This is an optimization exercise on Yosys and OpenROAD, whose aim is small area, a short achievable clock period and few clock cycles per item, not a production implementation.
The RTL was checked by simulation tests, not by an equivalence proof against the original design.

==> try-onyx <==
Design cvu_unit, start of the top module:
module cvu_unit (
    input             clk,
    input             rst,
    input             cfg_valid,
    input      [2:0]  cfg_preset,
    input      [6:0]  cfg_width,
    input             cfg_refin,
    input             cfg_refout,
    input             cfg_sym10,
    input      [63:0] cfg_poly,
    input      [63:0] cfg_init,
    input      [63:0] cfg_xor,
    input             in_valid,
    output            in_ready,
    input      [63:0] in_data,
    input      [3:0]  in_count,
    input             in_last,
    output reg        res_valid,
    output reg [63:0] res_data
);
export LEC_CHECK = 0
export CAP_MARGIN = 20
export CORE_MARGIN = 2
export CORE_UTILIZATION = 50
export SLEW_MARGIN = 20
create_clock -name core_clock -period 54.0 [get_ports {clk}]
standard.sh (not shown) runs the stock make flow with config.mk's settings and CLKGATE_MAP_FILE= SYNTH_SCRIPT=/design/flow/synth_recipe.tcl, a recipe that flattens the netlist after the stock synthesis.
==> flow/flow/run.sh <==
#!/bin/bash
set -euo pipefail
export BUFFER_PORTS_ARGS="-buffer_cell sky130_fd_sc_hd__buf_1"
export SETUP_SLACK_MARGIN=42.6
export SKIP_LAST_GASP=1
bash standard.sh MATCH_CELL_FOOTPRINT=0 finish > standard.log 2>&1
==> try-tundra (differences from try-onyx) <==
--- a/flow/design.v
+++ b/flow/design.v
@@ -20,21 +20,21 @@
 );
     integer i, j, k;
     reg  [63:0] d_q;
     reg  [8:0]  rs_q;    
     reg  [7:0]  thb_q;   
     reg  [6:0]  ths_q;   
     reg         l_q, v_q, rdy_q;
     reg         in_ready_r;
-    reg         nrdy_r;      
     reg  [2:0]  p_q;
     reg  [6:0]  w_q;
     reg         ri_q, ro_q, s10_q;
     reg         cv_q;
+    reg  [63:0] rg_poly, rg_init, rg_xor;
     assign in_ready = in_ready_r;
     reg  [63:0] G;       
     reg  [63:0] I;       
     reg  [63:0] H;       
     reg  [63:0] X;       
     reg  [6:0]  W;       
     reg         refin, refout, sym10;
     reg         cs2, cs3, cs4, cs5;    
@@ -44,18 +44,18 @@
     reg         nwt;     
     reg         res_pend;
     reg  [6:0]  e_w;
     reg         e_ri, e_ro, e_s10;
     reg  [63:0] e_x, e_g, e_i, e_h;
     always @* begin
         e_w = (w_q == 7'd0) ? 7'd1 : (w_q > 7'd64) ? 7'd64 : w_q;
         e_ri = ri_q; e_ro = ro_q; e_s10 = s10_q;
-        e_x = H;
-        e_g = G; e_i = I; e_h = 64'h0;
+        e_x = rg_xor;
+        e_g = rg_poly; e_i = rg_init; e_h = 64'h0;
         case (p_q)
             3'd0: ;
             3'd1: begin
                 e_w = 7'd32; e_ri = 1'b1; e_ro = 1'b1; e_s10 = 1'b0;
                 e_x = 64'h00000000FFFFFFFF;
                 e_g = 64'h04C11DB700000000; e_i = 64'hFFFFFFFF00000000;
                 e_h = 64'hB4E5B025F7011641;
             end
@@ -5906,27 +5906,26 @@
     end
     always @(posedge clk) begin
         d_q   <= in_data;
         rs_q  <= rs_nx;
         thb_q <= thb_nx;
         ths_q <= ths_nx;
         l_q   <= in_last;
         v_q   <= in_valid;
-        rdy_q <= ~nrdy_r;
+        rdy_q <= in_ready_r;
         p_q   <= cfg_preset;
         w_q   <= cfg_width;
         ri_q  <= cfg_refin;
         ro_q  <= cfg_refout;
         s10_q <= cfg_sym10;
-        if (cfg_valid) begin
-            G <= cfg_poly;
-            I <= cfg_init;
-            H <= cfg_xor;
-        end else if (cv_q) begin
+        rg_poly <= cfg_poly;
+        rg_init <= cfg_init;
+        rg_xor  <= cfg_xor;
+        if (cv_q) begin
             G <= e_g;
             I <= e_i;
             H <= e_h;
         end else begin
             if (cs2) G <= rot_out;
             if (cs3) I <= rot_out;
             if (cs2) H <= f_new;
             if (cs5) H <= t;
@@ -5949,32 +5948,31 @@
         res_data <= (refout ? run_rev : rot_out) ^ X;
         if (rst) begin
             cv_q       <= 1'b0;
             cs2        <= 1'b0;
             cs3        <= 1'b0;
             cs4        <= 1'b0;
             cs5        <= 1'b0;
             in_ready_r <= 1'b1;
-            nrdy_r     <= 1'b0;
             in_span    <= 1'b0;
             sel_i      <= 1'b1;
             nwt        <= 1'b0;
             res_pend   <= 1'b0;
             res_valid  <= 1'b0;
         end else begin
             cv_q      <= cfg_valid;
             cs2       <= cv_q & ~preset_q & ~cfg_valid;
             cs3       <= cs2 & ~cfg_valid;
             cs4       <= cs3 & ~cfg_valid;
             cs5       <= cs4 & ~cfg_valid;
-            in_ready_r <= ~((cfg_valid & (cfg_preset == 3'd0)) |
-                            (~cfg_valid & ((cv_q & ~preset_q) | cs2 | cs3)));
-            nrdy_r     <=   (cfg_valid & (cfg_preset == 3'd0)) |
-                            (~cfg_valid & ((cv_q & ~preset_q) | cs2 | cs3));
+            if (cfg_valid)
+                in_ready_r <= (cfg_preset != 3'd0);
+            else if (cs4)
+                in_ready_r <= 1'b1;
             if (beat)
                 in_span <= ~l_q;
             sel_i     <= ~(beat ? ~l_q : in_span) & ~(cs2 | cs3 | cs4);
             nwt       <= (cs2 | cs3 | cs4) & ~cfg_valid;
             res_pend  <= beat & l_q;
             res_valid <= res_pend;
         end
     end
==> flow/flow/run.sh (replaced) <==
#!/bin/bash
# The standard layout (standard.sh: unchanged synthesis and steps) with two
# changes in how it is made:
#  - the port buffers buffer_ports inserts are plain buf_2 cells instead of
#    the delay buffers (clkdlybuf4s50_1) it picks by default;
set -euo pipefail
export BUFFER_PORTS_ARGS="-buffer_cell sky130_fd_sc_hd__buf_2"
export SETUP_SLACK_MARGIN=42.3
export SKIP_LAST_GASP=1
bash standard.sh > standard.log 2>&1
==> comparison <==
- Of try-tundra and try-onyx, try-onyx has the higher via count (gap 4.1%, measured against try-onyx).
- Between try-tundra and try-onyx, the lower clock skew is in try-onyx (gap 0.0055 ns).
- Sequential cell count: try-tundra is higher than try-onyx (191).
- Against try-onyx, the register-to-register slack of try-tundra is lower by 0.19 ns.
- Fmax: try-onyx is higher than try-tundra (about 0.28%).
- In critical path depth, try-onyx and try-tundra do not differ.
- Between try-tundra and try-onyx, the lower synthesized cell count is in try-tundra (gap 2.6%, measured against try-onyx).
Testbench counts of try-onyx, summed over its fixed seeds: cycles 21,575, beats 21,116.
Testbench counts of try-tundra, summed over its fixed seeds: cycles 21,575, beats 21,116.

[what the ideal ports hide]
The results above use ideal ports. As a check the final layouts listed here were re-extracted and re-timed, cells and wires unchanged. Step 1 assumes that a clkbuf_16 drives the clock port and a buf_2 every other input. Step 2 adds t to the input delays and takes it off the output delays; t is the mean of the earliest and latest rising clock arrival at the registers after step 1. Input paths then give back, and output paths get back, about the clock's delay inside the block. a / b / c = no drivers / after step 1 / after step 2; a / b = the first two.
run	shift t [ns]	setup slack, ns	clock arrival spread, ns
try-onyx	0.768	42.002 / 41.912 / 41.534	0.066 / 0.067
try-tundra	0.772	41.969 / 41.893 / 42.054	0.072 / 0.072
After both steps every run listed still meets setup and hold. For try-onyx, which loses most, drivers alone change the setup slack by -0.090 ns; drivers and shift together by -0.468 ns.
